From an optimization exercise on the open Yosys and OpenROAD flow, aimed at small area, a short achievable clock period and few clock cycles per item; shortcuts taken in it are not production practice.
At most, simulation tests tie the RTL to the original design; equivalence was not proved.
No activity file was given, so power comes from the tool's default toggle rates.

==> v32 <==
==> flow/design.v (excerpt) <==
module winnow_dec (
    input  wire        clk,
    input  wire        rst,
    input  wire        in_valid,
    output wire        in_ready,
    input  wire [7:0]  in_data,
    input  wire [6:0]  in_n,
    output wire        out_valid,
    input  wire        out_ready,
    output wire [31:0] out_data,
    output wire        out_last
);
clock: 10.0 ns
lec_check: 0
cap_margin: 20
core_margin: 2
core_utilization: 40
cts_cluster_diameter: 80
cts_cluster_size: 24
slew_margin: 20
tns_end_percent: 5
standard.sh (not shown) runs the stock make flow with config.mk's settings and CLKGATE_MAP_FILE= SYNTH_SCRIPT=/design/flow/synth_recipe.tcl, a recipe that flattens the netlist after the stock synthesis.
==> flow/flow/run.sh <==
#!/bin/bash
set -euo pipefail
sed "s/CLKGATE_MAP_FILE= /CLKGATE_MAP_FILE= SETUP_SLACK_MARGIN=6.3 'BUFFER_PORTS_ARGS=-buffer_cell sky130_fd_sc_hd__buf_2' /" standard.sh > standard_margin.sh
bash standard_margin.sh > make_flow.log 2>&1
==> v34: changes against v32 <==
--- a/flow/design.v
+++ b/flow/design.v
@@ -24,11 +24,11 @@
     reg        fc;
     reg [1:0]  mode;
     reg [6:0]  cnt;                
     reg [1:0]  wc;                 
     reg        warm;               
-    reg [4:0]  am;                 
+    reg [5:0]  ar;                 
     reg [1:0]  bi;                 
     reg        irdy;               
     reg [511:0] ring;              
     reg [5:0]  s;                  
     reg [7:0]  flag_c;
@@ -77,11 +77,11 @@
     wire        zero_in = !ones4 && ({4'd0, t2} < bcnt);
     wire [6:0]  bk      = {1'b0, bcnt} + {2'b11, ~kk};   
     wire        fits    = !bk[6] && ({4'd0, t2} <= bk[5:0]);   
     wire        code_st = (ds == D_CODE) && !warm;
     wire [1:0]  tsel    = code_st ? t2 : 2'd0;
-    wire [5:0]  c_code  = {1'b0, am} + {4'd0, tsel} + 6'd1;
+    wire [5:0]  c_code  = ar + {4'd0, tsel};
     wire [25:0] wsh    = W[26:1] >> t2;
     wire [22:0] kmask  = ~(23'h7FFFFF << kk);
     wire [22:0] low    = wsh[22:0] & kmask;
     wire [24:0] k1     = 25'd1 << kk;
     wire [24:0] qaccK  = {20'd0, qacc} << kk;
@@ -142,12 +142,12 @@
     end
     wire [5:0]  c = ones ? 6'd4 : c_code;
     wire last_code = (cnt == 7'd0);
     wire end_bits  = emit && last_code;
     wire [39:0] W_ins  = W | (merge ? ({32'd0, ib} << bcnt) : 40'd0);
-    wire [5:0]  bpos   = bcnt + {1'b1, ~am};
-    wire [39:0] W_a    = (W[39:1] >> am) | (merge ? ({32'd0, ib} << bpos) : 40'd0);
+    wire [5:0]  bpos   = bcnt - ar;
+    wire [39:0] W_a    = (W >> ar) | (merge ? ({32'd0, ib} << bpos) : 40'd0);
     wire [39:0] W_sh   = ones ? (W_ins >> 4) : (W_a >> tsel);
     wire [39:0] W_next = go ? W_sh : W_ins;
     wire [5:0]  bcnt_m = bcnt + (merge ? 6'd8 : 6'd0);
     wire [5:0]  bcnt_n = go ? (bcnt_m - c) : bcnt_m;
     wire        le32_n = (bcnt_m <= 6'd32) || (go && c >= bcnt_m - 6'd32);
@@ -165,13 +165,13 @@
     wire        ov_n   = s2go || raw4 || (ov && !out_ready);
     wire [1:0]  bi_n   = (in_fire && in_raw) ? bi + 2'd1 : (in_hdr ? 2'd0 : bi);
     wire        hdr_fire = in_hdr && in_fire;
     wire [1:0]  wc_n   = hdr_fire ? ((in_data[1:0] == 2'd3) ? 2'd0 : in_data[1:0]) :
                          (emit && warm_n) ? wc - 2'd1 : wc;
-    wire [4:0]  k_n    = hdr_fire ? in_data[7:3] : kk;
+    wire [4:0]  kp1_n  = (hdr_fire ? in_data[7:3] : kk) + 5'd1;
     wire        ds_x   = hdr_fire ? D_CODE : ds_n;
-    wire [4:0]  am_n   = (ds_x == D_ESC) ? 5'd26 : (wc_n != 2'd0) ? 5'd23 : k_n;
+    wire [5:0]  ar_n   = (ds_x == D_ESC) ? 6'd27 : (wc_n != 2'd0) ? 6'd24 : {1'b0, kp1_n};
     reg  [1:0]  st_n;
     always @(*) begin
         st_n = st;
         case (st)
             S_HDR:  if (in_fire) st_n = (in_data[1:0] == 2'd3) ? S_RAW : S_FLAG;
@@ -254,11 +254,11 @@
             fc    <= 1'b0;
             mode  <= 2'd0;
             cnt   <= 7'd0;
             wc    <= 2'd0;
             warm  <= 1'b0;
-            am    <= 5'd0;
+            ar    <= 6'd1;
             bi    <= 2'd0;
             s     <= 6'd0;
             flag_c <= 8'd0;
             c2    <= 2'd0;
             fok   <= 1'b0;
@@ -286,11 +286,11 @@
             rdyb <= rdyb_n;
             lbr  <= {2'd0, kk} + {1'b0, rest_lb} + 7'd1;
             ds   <= ds_n;
             wc   <= wc_n;
             warm <= (wc_n != 2'd0);
-            am   <= am_n;
+            ar   <= ar_n;
             qacc <= qacc_n;
             case (st)
                 S_HDR: begin
                     s <= 6'd0;
                     if (in_fire) begin
==> flow/flow/run.sh (replaced) <==
#!/bin/bash
set -euo pipefail
sed "s/CLKGATE_MAP_FILE= /CLKGATE_MAP_FILE= SETUP_SLACK_MARGIN=6.5 'BUFFER_PORTS_ARGS=-buffer_cell sky130_fd_sc_hd__buf_2' /" standard.sh > standard_margin.sh
bash standard_margin.sh > make_flow.log 2>&1
==> v21: changes against v32 <==
--- a/flow/design.v
+++ b/flow/design.v
@@ -18,17 +18,16 @@
     localparam D_ESC  = 1'b1;      
     reg [1:0]  st;
     reg        ds;
     reg [6:0]  n;
     reg [4:0]  kk;
-    reg [2:0]  lgk;                
     reg        fc;
     reg [1:0]  mode;
     reg [6:0]  cnt;                
     reg [1:0]  wc;                 
     reg        warm;               
-    reg [4:0]  am;                 
+    reg [5:0]  ar;                 
     reg [1:0]  bi;                 
     reg        irdy;               
     reg [511:0] ring;              
     reg [5:0]  s;                  
     reg [7:0]  flag_c;
@@ -70,38 +69,41 @@
     wire in_bits = (st == S_BITS);
     wire in_fire = in_valid && irdy;
     wire fetch   = in_fire && in_bits;
     wire merge   = ibv && le32;
     wire raw4    = in_fire && in_raw && (bi == 2'd3);
+    wire        ones8   = &W[7:0];                   
     wire        ones4   = &W[3:0];                   
     wire [1:0]  t2      = !W[0] ? 2'd0 : !W[1] ? 2'd1 : !W[2] ? 2'd2 : 2'd3;
     wire        zero_in = !ones4 && ({4'd0, t2} < bcnt);
     wire [6:0]  bk      = {1'b0, bcnt} + {2'b11, ~kk};   
     wire        fits    = !bk[6] && ({4'd0, t2} <= bk[5:0]);   
+    wire        take8   = ones8 && (qacc <= 5'd24);
+    wire        take4   = ones4 && (qacc <= 5'd28);
     wire        code_st = (ds == D_CODE) && !warm;
     wire [1:0]  tsel    = code_st ? t2 : 2'd0;
-    wire [5:0]  c_code  = {1'b0, am} + {4'd0, tsel} + 6'd1;
+    wire [5:0]  c_code  = ar + {4'd0, tsel};
     wire [25:0] wsh    = W[26:1] >> t2;
     wire [22:0] kmask  = ~(23'h7FFFFF << kk);
     wire [22:0] low    = wsh[22:0] & kmask;
     wire [24:0] k1     = 25'd1 << kk;
     wire [24:0] qaccK  = {20'd0, qacc} << kk;
     wire [24:0] u_rice = qaccK | (t2[0] ? k1 : 25'd0) | (t2[1] ? {k1[23:0], 1'b0} : 25'd0) |
                          {2'd0, low};
     reg        go;                 
     reg        emit;
     reg        wait_bits;          
-    reg        ones;               
+    reg [1:0]  csel;               
     reg [23:0] u_n;
     reg        warm_n;
     reg        ds_n;
     reg [4:0]  qacc_n;
     always @(*) begin
         go        = 1'b0;
         emit      = 1'b0;
         wait_bits = 1'b0;
-        ones      = 1'b0;
+        csel      = 2'd0;
         u_n       = u_rice[24:1] ^ {24{u_rice[0]}};
         warm_n    = 1'b0;
         ds_n      = ds;
         qacc_n    = qacc;
         if (ds == D_ESC) begin
@@ -118,13 +120,18 @@
                 emit   = 1'b1;
                 u_n    = W[23:0];
                 warm_n = 1'b1;
             end else
                 wait_bits = 1'b1;
-        end else if (ones4) begin
+        end else if (take8) begin
             go     = 1'b1;
-            ones   = 1'b1;
+            csel   = 2'd2;
+            qacc_n = qacc + 5'd8;
+            ds_n   = (qacc == 5'd24) ? D_ESC : D_CODE;
+        end else if (take4) begin
+            go     = 1'b1;
+            csel   = 2'd1;
             qacc_n = qacc + 5'd4;
             ds_n   = (qacc == 5'd28) ? D_ESC : D_CODE;
         end else if (zero_in && fits) begin
             go     = 1'b1;
             emit   = 1'b1;
@@ -138,40 +145,48 @@
             qacc_n = qacc;
         end
         if (!in_bits)
             wait_bits = 1'b0;
     end
-    wire [5:0]  c = ones ? 6'd4 : c_code;
+    wire [5:0]  c = (csel == 2'd2) ? 6'd8 : (csel == 2'd1) ? 6'd4 : c_code;
     wire last_code = (cnt == 7'd0);
     wire end_bits  = emit && last_code;
     wire [39:0] W_ins  = W | (merge ? ({32'd0, ib} << bcnt) : 40'd0);
-    wire [5:0]  bpos   = bcnt + {1'b1, ~am};
-    wire [39:0] W_a    = (W[39:1] >> am) | (merge ? ({32'd0, ib} << bpos) : 40'd0);
-    wire [39:0] W_sh   = ones ? (W_ins >> 4) : (W_a >> tsel);
-    wire [39:0] W_next = go ? W_sh : W_ins;
+    wire [5:0]  bpos   = bcnt - ar;
+    wire [39:0] W_a    = (W >> ar) | (merge ? ({32'd0, ib} << bpos) : 40'd0);
+    wire [39:0] W_sh   = (csel == 2'd2) ? (W_ins >> 8) :
+                         (csel == 2'd1) ? (W_ins >> 4) : (W_a >> tsel);
+    wire        direct = fetch && !ibv && wait_bits;
+    wire [39:0] W_dir  = {32'd0, in_data} << bcnt;
+    wire [39:0] W_next = go ? W_sh : (direct ? (W_ins | W_dir) : W_ins);
     wire [5:0]  bcnt_m = bcnt + (merge ? 6'd8 : 6'd0);
-    wire [5:0]  bcnt_n = go ? (bcnt_m - c) : bcnt_m;
-    wire        le32_n = (bcnt_m <= 6'd32) || (go && c >= bcnt_m - 6'd32);
+    wire [5:0]  bcnt_n = go ? (bcnt_m - c) : (direct ? bcnt + 6'd8 : bcnt_m);
+    wire        le32_n = direct ? (bcnt <= 6'd24) :
+                         ((bcnt_m <= 6'd32) || (go && c >= bcnt_m - 6'd32));
     wire [6:0]  cnt1    = (cnt == 7'd0) ? 7'd0 : cnt - 7'd1;
+    wire [2:0]  lgk     = (kk >= 5'd15) ? 3'd4 :        
+                          (kk >= 5'd7)  ? 3'd3 :
+                          (kk >= 5'd3)  ? 3'd2 :
+                          (kk >= 5'd1)  ? 3'd1 : 3'd0;
     wire [10:0] rest_sh = {4'd0, cnt1} << lgk;
     wire [5:0]  rest_lb = (rest_sh[10:6] != 5'd0) ? 6'd63 : rest_sh[5:0];
     wire [6:0]  held    = {1'b0, bcnt} + (ibv ? 7'd8 : 7'd0);
     wire        lb_a0   = held < lbr;
     wire        lb_a1   = (held + 7'd8) < lbr;
     wire        more_n  = wait_bits && !ibv && !fetch;
-    wire        ibv_n  = in_bits && (fetch || (ibv && !merge));
+    wire        ibv_n  = in_bits && ((fetch && !direct) || (ibv && !merge));
     wire        rdyb_n = in_bits ? (more_n || (fetch ? lb_a1 : lb_a0)) : 1'b1;
     wire        le32_x = in_bits ? le32_n : 1'b1;
     wire        uv_n   = emit || (uv && !s2go);
     wire        ov_n   = s2go || raw4 || (ov && !out_ready);
     wire [1:0]  bi_n   = (in_fire && in_raw) ? bi + 2'd1 : (in_hdr ? 2'd0 : bi);
     wire        hdr_fire = in_hdr && in_fire;
     wire [1:0]  wc_n   = hdr_fire ? ((in_data[1:0] == 2'd3) ? 2'd0 : in_data[1:0]) :
                          (emit && warm_n) ? wc - 2'd1 : wc;
-    wire [4:0]  k_n    = hdr_fire ? in_data[7:3] : kk;
+    wire [4:0]  kp1_n  = (hdr_fire ? in_data[7:3] : kk) + 5'd1;
     wire        ds_x   = hdr_fire ? D_CODE : ds_n;
-    wire [4:0]  am_n   = (ds_x == D_ESC) ? 5'd26 : (wc_n != 2'd0) ? 5'd23 : k_n;
+    wire [5:0]  ar_n   = (ds_x == D_ESC) ? 6'd27 : (wc_n != 2'd0) ? 6'd24 : {1'b0, kp1_n};
     reg  [1:0]  st_n;
     always @(*) begin
         st_n = st;
         case (st)
             S_HDR:  if (in_fire) st_n = (in_data[1:0] == 2'd3) ? S_RAW : S_FLAG;
@@ -188,11 +203,11 @@
     always @(*) begin
         for (vv = 0; vv < 2; vv = vv + 1) begin
             fire_v  = (vv == 1) && irdy;
             fetch_v = fire_v && in_bits;
             raw4_v  = fire_v && in_raw && (bi == 2'd3);
-            ibv_v   = in_bits && (fetch_v || (ibv && !merge));
+            ibv_v   = in_bits && ((fetch_v && !(!ibv && wait_bits)) || (ibv && !merge));
             rdyb_v  = in_bits ? ((wait_bits && !ibv && !fetch_v) || (fetch_v ? lb_a1 : lb_a0)) : 1'b1;
             ov_v    = s2go || raw4_v || (ov && !out_ready);
             bi_v    = (fire_v && in_raw) ? bi + 2'd1 : (in_hdr ? 2'd0 : bi);
             s0_v    = in_hdr || (in_flag && (fire_v || s == 6'd63));
             st_v    = st;
@@ -221,11 +236,11 @@
     always @(posedge clk) begin
         ring <= {ring[503:0], (in_fire && in_flag) ? in_data : ring[511:504]};
     end
     always @(posedge clk) begin
         fbuf[8*fslot +: 8] <= tap;
-        if (fetch)
+        if (fetch && !direct)
             ib <= in_data;
         if (s2go) begin
             out_word <= {x, uflag};
             olast    <= ulast;
             x2       <= x1;
@@ -248,17 +263,16 @@
             st    <= S_HDR;
             irdy  <= 1'b1;
             ds    <= D_CODE;
             n     <= 7'd1;
             kk    <= 5'd0;
-            lgk   <= 3'd0;
             fc    <= 1'b0;
             mode  <= 2'd0;
             cnt   <= 7'd0;
             wc    <= 2'd0;
             warm  <= 1'b0;
-            am    <= 5'd0;
+            ar    <= 6'd1;
             bi    <= 2'd0;
             s     <= 6'd0;
             flag_c <= 8'd0;
             c2    <= 2'd0;
             fok   <= 1'b0;
@@ -286,23 +300,19 @@
             rdyb <= rdyb_n;
             lbr  <= {2'd0, kk} + {1'b0, rest_lb} + 7'd1;
             ds   <= ds_n;
             wc   <= wc_n;
             warm <= (wc_n != 2'd0);
-            am   <= am_n;
+            ar   <= ar_n;
             qacc <= qacc_n;
             case (st)
                 S_HDR: begin
                     s <= 6'd0;
                     if (in_fire) begin
                         n    <= in_n;
                         cnt  <= in_n - 7'd1;
                         kk   <= in_data[7:3];
-                        lgk  <= (in_data[7:3] >= 5'd15) ? 3'd4 :
-                                (in_data[7:3] >= 5'd7)  ? 3'd3 :
-                                (in_data[7:3] >= 5'd3)  ? 3'd2 :
-                                (in_data[7:3] >= 5'd1)  ? 3'd1 : 3'd0;
                         fc   <= in_data[2];
                         mode <= in_data[1:0];
                         ds   <= D_CODE;
                         qacc <= 5'd0;
                     end
==> flow/flow/run.sh (replaced) <==
#!/bin/bash
set -euo pipefail
sed 's/CLKGATE_MAP_FILE= /CLKGATE_MAP_FILE= SETUP_SLACK_MARGIN=6.3 /' standard.sh > standard_margin.sh
bash standard_margin.sh > make_flow.log 2>&1
Settings changed: TNS_END_PERCENT 5 to unset.
==> v20: changes against v32 <==
--- a/flow/design.v
+++ b/flow/design.v
@@ -18,17 +18,16 @@
     localparam D_ESC  = 1'b1;      
     reg [1:0]  st;
     reg        ds;
     reg [6:0]  n;
     reg [4:0]  kk;
-    reg [2:0]  lgk;                
     reg        fc;
     reg [1:0]  mode;
     reg [6:0]  cnt;                
     reg [1:0]  wc;                 
     reg        warm;               
-    reg [4:0]  am;                 
+    reg [5:0]  ar;                 
     reg [1:0]  bi;                 
     reg        irdy;               
     reg [511:0] ring;              
     reg [5:0]  s;                  
     reg [7:0]  flag_c;
@@ -44,11 +43,11 @@
     reg        more;               
     reg [6:0]  lbr;                
     reg [4:0]  qacc;               
     reg        uv;
     reg [23:0] u;                  
-    reg        up1, up2;           
+    reg [1:0]  upsel;              
     reg [7:0]  uflag;
     reg        ulast;
     reg        ov;
     reg [31:0] out_word;
     reg        olast;
@@ -70,38 +69,41 @@
     wire in_bits = (st == S_BITS);
     wire in_fire = in_valid && irdy;
     wire fetch   = in_fire && in_bits;
     wire merge   = ibv && le32;
     wire raw4    = in_fire && in_raw && (bi == 2'd3);
+    wire        ones8   = &W[7:0];                   
     wire        ones4   = &W[3:0];                   
     wire [1:0]  t2      = !W[0] ? 2'd0 : !W[1] ? 2'd1 : !W[2] ? 2'd2 : 2'd3;
     wire        zero_in = !ones4 && ({4'd0, t2} < bcnt);
     wire [6:0]  bk      = {1'b0, bcnt} + {2'b11, ~kk};   
     wire        fits    = !bk[6] && ({4'd0, t2} <= bk[5:0]);   
+    wire        take8   = ones8 && (qacc <= 5'd24);
+    wire        take4   = ones4 && (qacc <= 5'd28);
     wire        code_st = (ds == D_CODE) && !warm;
     wire [1:0]  tsel    = code_st ? t2 : 2'd0;
-    wire [5:0]  c_code  = {1'b0, am} + {4'd0, tsel} + 6'd1;
+    wire [5:0]  c_code  = ar + {4'd0, tsel};
     wire [25:0] wsh    = W[26:1] >> t2;
     wire [22:0] kmask  = ~(23'h7FFFFF << kk);
     wire [22:0] low    = wsh[22:0] & kmask;
     wire [24:0] k1     = 25'd1 << kk;
     wire [24:0] qaccK  = {20'd0, qacc} << kk;
     wire [24:0] u_rice = qaccK | (t2[0] ? k1 : 25'd0) | (t2[1] ? {k1[23:0], 1'b0} : 25'd0) |
                          {2'd0, low};
     reg        go;                 
     reg        emit;
     reg        wait_bits;          
-    reg        ones;               
+    reg [1:0]  csel;               
     reg [23:0] u_n;
     reg        warm_n;
     reg        ds_n;
     reg [4:0]  qacc_n;
     always @(*) begin
         go        = 1'b0;
         emit      = 1'b0;
         wait_bits = 1'b0;
-        ones      = 1'b0;
+        csel      = 2'd0;
         u_n       = u_rice[24:1] ^ {24{u_rice[0]}};
         warm_n    = 1'b0;
         ds_n      = ds;
         qacc_n    = qacc;
         if (ds == D_ESC) begin
@@ -118,13 +120,18 @@
                 emit   = 1'b1;
                 u_n    = W[23:0];
                 warm_n = 1'b1;
             end else
                 wait_bits = 1'b1;
-        end else if (ones4) begin
+        end else if (take8) begin
             go     = 1'b1;
-            ones   = 1'b1;
+            csel   = 2'd2;
+            qacc_n = qacc + 5'd8;
+            ds_n   = (qacc == 5'd24) ? D_ESC : D_CODE;
+        end else if (take4) begin
+            go     = 1'b1;
+            csel   = 2'd1;
             qacc_n = qacc + 5'd4;
             ds_n   = (qacc == 5'd28) ? D_ESC : D_CODE;
         end else if (zero_in && fits) begin
             go     = 1'b1;
             emit   = 1'b1;
@@ -138,40 +145,48 @@
             qacc_n = qacc;
         end
         if (!in_bits)
             wait_bits = 1'b0;
     end
-    wire [5:0]  c = ones ? 6'd4 : c_code;
+    wire [5:0]  c = (csel == 2'd2) ? 6'd8 : (csel == 2'd1) ? 6'd4 : c_code;
     wire last_code = (cnt == 7'd0);
     wire end_bits  = emit && last_code;
     wire [39:0] W_ins  = W | (merge ? ({32'd0, ib} << bcnt) : 40'd0);
-    wire [5:0]  bpos   = bcnt + {1'b1, ~am};
-    wire [39:0] W_a    = (W[39:1] >> am) | (merge ? ({32'd0, ib} << bpos) : 40'd0);
-    wire [39:0] W_sh   = ones ? (W_ins >> 4) : (W_a >> tsel);
-    wire [39:0] W_next = go ? W_sh : W_ins;
+    wire [5:0]  bpos   = bcnt - ar;
+    wire [39:0] W_a    = (W >> ar) | (merge ? ({32'd0, ib} << bpos) : 40'd0);
+    wire [39:0] W_sh   = (csel == 2'd2) ? (W_ins >> 8) :
+                         (csel == 2'd1) ? (W_ins >> 4) : (W_a >> tsel);
+    wire        direct = fetch && !ibv && wait_bits;
+    wire [39:0] W_dir  = {32'd0, in_data} << bcnt;
+    wire [39:0] W_next = go ? W_sh : (direct ? (W_ins | W_dir) : W_ins);
     wire [5:0]  bcnt_m = bcnt + (merge ? 6'd8 : 6'd0);
-    wire [5:0]  bcnt_n = go ? (bcnt_m - c) : bcnt_m;
-    wire        le32_n = (bcnt_m <= 6'd32) || (go && c >= bcnt_m - 6'd32);
+    wire [5:0]  bcnt_n = go ? (bcnt_m - c) : (direct ? bcnt + 6'd8 : bcnt_m);
+    wire        le32_n = direct ? (bcnt <= 6'd24) :
+                         ((bcnt_m <= 6'd32) || (go && c >= bcnt_m - 6'd32));
     wire [6:0]  cnt1    = (cnt == 7'd0) ? 7'd0 : cnt - 7'd1;
+    wire [2:0]  lgk     = (kk >= 5'd15) ? 3'd4 :        
+                          (kk >= 5'd7)  ? 3'd3 :
+                          (kk >= 5'd3)  ? 3'd2 :
+                          (kk >= 5'd1)  ? 3'd1 : 3'd0;
     wire [10:0] rest_sh = {4'd0, cnt1} << lgk;
     wire [5:0]  rest_lb = (rest_sh[10:6] != 5'd0) ? 6'd63 : rest_sh[5:0];
     wire [6:0]  held    = {1'b0, bcnt} + (ibv ? 7'd8 : 7'd0);
     wire        lb_a0   = held < lbr;
     wire        lb_a1   = (held + 7'd8) < lbr;
     wire        more_n  = wait_bits && !ibv && !fetch;
-    wire        ibv_n  = in_bits && (fetch || (ibv && !merge));
+    wire        ibv_n  = in_bits && ((fetch && !direct) || (ibv && !merge));
     wire        rdyb_n = in_bits ? (more_n || (fetch ? lb_a1 : lb_a0)) : 1'b1;
     wire        le32_x = in_bits ? le32_n : 1'b1;
     wire        uv_n   = emit || (uv && !s2go);
     wire        ov_n   = s2go || raw4 || (ov && !out_ready);
     wire [1:0]  bi_n   = (in_fire && in_raw) ? bi + 2'd1 : (in_hdr ? 2'd0 : bi);
     wire        hdr_fire = in_hdr && in_fire;
     wire [1:0]  wc_n   = hdr_fire ? ((in_data[1:0] == 2'd3) ? 2'd0 : in_data[1:0]) :
                          (emit && warm_n) ? wc - 2'd1 : wc;
-    wire [4:0]  k_n    = hdr_fire ? in_data[7:3] : kk;
+    wire [4:0]  kp1_n  = (hdr_fire ? in_data[7:3] : kk) + 5'd1;
     wire        ds_x   = hdr_fire ? D_CODE : ds_n;
-    wire [4:0]  am_n   = (ds_x == D_ESC) ? 5'd26 : (wc_n != 2'd0) ? 5'd23 : k_n;
+    wire [5:0]  ar_n   = (ds_x == D_ESC) ? 6'd27 : (wc_n != 2'd0) ? 6'd24 : {1'b0, kp1_n};
     reg  [1:0]  st_n;
     always @(*) begin
         st_n = st;
         case (st)
             S_HDR:  if (in_fire) st_n = (in_data[1:0] == 2'd3) ? S_RAW : S_FLAG;
@@ -188,11 +203,11 @@
     always @(*) begin
         for (vv = 0; vv < 2; vv = vv + 1) begin
             fire_v  = (vv == 1) && irdy;
             fetch_v = fire_v && in_bits;
             raw4_v  = fire_v && in_raw && (bi == 2'd3);
-            ibv_v   = in_bits && (fetch_v || (ibv && !merge));
+            ibv_v   = in_bits && ((fetch_v && !(!ibv && wait_bits)) || (ibv && !merge));
             rdyb_v  = in_bits ? ((wait_bits && !ibv && !fetch_v) || (fetch_v ? lb_a1 : lb_a0)) : 1'b1;
             ov_v    = s2go || raw4_v || (ov && !out_ready);
             bi_v    = (fire_v && in_raw) ? bi + 2'd1 : (in_hdr ? 2'd0 : bi);
             s0_v    = in_hdr || (in_flag && (fire_v || s == 6'd63));
             st_v    = st;
@@ -210,22 +225,23 @@
             endcase
         end
     end
     wire irdy_n = in_valid ? irdy_v[1] : irdy_v[0];
     wire [23:0] e  = u;
-    wire [23:0] pa = (x1 & {24{up1}}) | ({x1[22:0], 1'b0} & {24{up2}});
-    wire [23:0] pb = ~x2 & {24{up2}};
-    wire        pc = up2;
+    wire [23:0] pa = (upsel == 2'd0) ? 24'd0 :
+                     (upsel == 2'd1) ? x1 : {x1[22:0], 1'b0};
+    wire [23:0] pb = (upsel == 2'd2) ? ~x2 : 24'd0;
+    wire        pc = (upsel == 2'd2);
     wire [23:0] cs_s = e ^ pa ^ pb;
     wire [23:0] cs_c = (e & pa) | (e & pb) | (pa & pb);
     wire [23:0] x    = cs_s + {cs_c[22:0], pc};
     always @(posedge clk) begin
         ring <= {ring[503:0], (in_fire && in_flag) ? in_data : ring[511:504]};
     end
     always @(posedge clk) begin
         fbuf[8*fslot +: 8] <= tap;
-        if (fetch)
+        if (fetch && !direct)
             ib <= in_data;
         if (s2go) begin
             out_word <= {x, uflag};
             olast    <= ulast;
             x2       <= x1;
@@ -233,12 +249,11 @@
             out_word <= {in_data, u[23:0]};
             olast    <= last_code;
         end
         if (emit) begin
             u     <= u_n;
-            up1   <= !warm_n && (mode == 2'd1);
-            up2   <= !warm_n && (mode == 2'd2);
+            upsel <= warm_n ? 2'd0 : mode;
             uflag <= fc ? flag_c : tap_cur ? tap : fbuf[8*c2 +: 8];
             ulast <= last_code;
         end else if (in_fire && in_raw) begin
             u[8*bi +: 8] <= in_data;
         end
@@ -248,17 +263,16 @@
             st    <= S_HDR;
             irdy  <= 1'b1;
             ds    <= D_CODE;
             n     <= 7'd1;
             kk    <= 5'd0;
-            lgk   <= 3'd0;
             fc    <= 1'b0;
             mode  <= 2'd0;
             cnt   <= 7'd0;
             wc    <= 2'd0;
             warm  <= 1'b0;
-            am    <= 5'd0;
+            ar    <= 6'd1;
             bi    <= 2'd0;
             s     <= 6'd0;
             flag_c <= 8'd0;
             c2    <= 2'd0;
             fok   <= 1'b0;
@@ -286,23 +300,19 @@
             rdyb <= rdyb_n;
             lbr  <= {2'd0, kk} + {1'b0, rest_lb} + 7'd1;
             ds   <= ds_n;
             wc   <= wc_n;
             warm <= (wc_n != 2'd0);
-            am   <= am_n;
+            ar   <= ar_n;
             qacc <= qacc_n;
             case (st)
                 S_HDR: begin
                     s <= 6'd0;
                     if (in_fire) begin
                         n    <= in_n;
                         cnt  <= in_n - 7'd1;
                         kk   <= in_data[7:3];
-                        lgk  <= (in_data[7:3] >= 5'd15) ? 3'd4 :
-                                (in_data[7:3] >= 5'd7)  ? 3'd3 :
-                                (in_data[7:3] >= 5'd3)  ? 3'd2 :
-                                (in_data[7:3] >= 5'd1)  ? 3'd1 : 3'd0;
                         fc   <= in_data[2];
                         mode <= in_data[1:0];
                         ds   <= D_CODE;
                         qacc <= 5'd0;
                     end
==> flow/flow/run.sh (replaced) <==
#!/bin/bash
set -euo pipefail
sed 's/CLKGATE_MAP_FILE= /CLKGATE_MAP_FILE= SETUP_SLACK_MARGIN=6.3 /' standard.sh > standard_margin.sh
bash standard_margin.sh > make_flow.log 2>&1
Settings changed: TNS_END_PERCENT 5 to unset.
==> qor summary <==
|  | v32 | v21 | v20 | v34 |
|---|---|---|---|---|
| Result of the run | finished clean | finished clean | finished clean | finished clean |
| Synthesized area | 33000 um2 | 34100 um2 | 34400 um2 | 32900 um2 |
| Buffer and inverter count on the worst path | 2 | 5 | 2 | 3 |
| Worst path required time | 10.46 ns | 10.52 ns | 10.35 ns | 10.47 ns |
| Total of plain and repair buffers excluding clock buffers | 165 | 283 | 243 | 172 |
| Avg WL per Cell | 22.5 um | 23.8 um | 24.1 um | 22.5 um |
| Syn Area/Cell | 10.5 um2 | 10.2 um2 | 10.3 um2 | 10.3 um2 |
| Complex-gate fraction of the synthesized area | 0.160 | 0.170 | 0.177 | 0.162 |
| Worst slew pin tran | 1.11 ns | 1.16 ns | 1.16 ns | 1.04 ns |
| Post-CTS setup buffers | 20 | 70 | 60 | 50 |
| Global Route met1 Usage | 0.308 | 0.332 | 0.334 | 0.307 |
| Area-dominant class | sequential cells | multi-input combinational cells | multi-input combinational cells | sequential cells |
| Overall die height | 291 um | 296 um | 297 um | 291 um |
| Adder-cell share of the synthesized area | 0.0509 | 0.0507 | 0.0506 | 0.0514 |
| Worst hold endpoint | ring[312] | ring[292] | ring[406] | ring[415] |
| R2r setup slk | 6.07 ns | 6.27 ns | 6.15 ns | 6.24 ns |
| Global placement routability congestion | 0.989 | 1.02 | 1.01 | 1.03 |
| Net Sw Power | 2090 uW | 3100 uW | 2100 uW | 1860 uW |
| Share of cell area taken by flip-flops and latches | 0.438 | 0.400 | 0.404 | 0.439 |
| Initial Utilization | 0.403 | 0.402 | 0.403 | 0.402 |
| Smallest setup slack after layout | 6.07 ns | 6.27 ns | 6.15 ns | 6.24 ns |
Testbench counts of v34, summed over its fixed seeds: cycles 36,056, blocks 320.
Testbench counts of v21, summed over its fixed seeds: cycles 35,752, blocks 320.
Only the layout flow was run in v32 and v20; the RTL was not checked for function there.

[static timing again, ports no longer ideal]
In the flow no input, the clock included, has a driving cell. The finished layouts below were timed again as built, in two steps.
Step 1 sets driving cells, clkbuf_16 on the clock port and buf_2 on the other inputs (assumed; they add their load-dependent delay and slew).
Step 2, shift: input delay + t, output delay - t, t = (earliest + latest rising clock arrival at the registers) / 2. This alone moves slack from input paths to output paths.
Three values: ideal ports, drivers, drivers and shift; two values: the first two.
run	t (ns)	setup WS [ns]	slew at the worst register clock pin (ns)	worst data-port slew with drivers (ns)	cell pins on the clock port's net
v32	0.669	6.072 / 6.072 / 5.560	0.11 / 0.11	0.14	1
v34	0.672	6.235 / 6.235 / 5.570	0.10 / 0.10	0.12	1
v21	0.684	6.266 / 6.266 / 5.590	0.10 / 0.10	0.09	1
v20	0.668	6.155 / 6.155 / 5.700	0.10 / 0.10	0.13	1
After both steps setup and hold are still met in every run listed. The setup slack of v21, which loses most, moves by 0.000 ns with the drivers and by -0.676 ns with both steps.
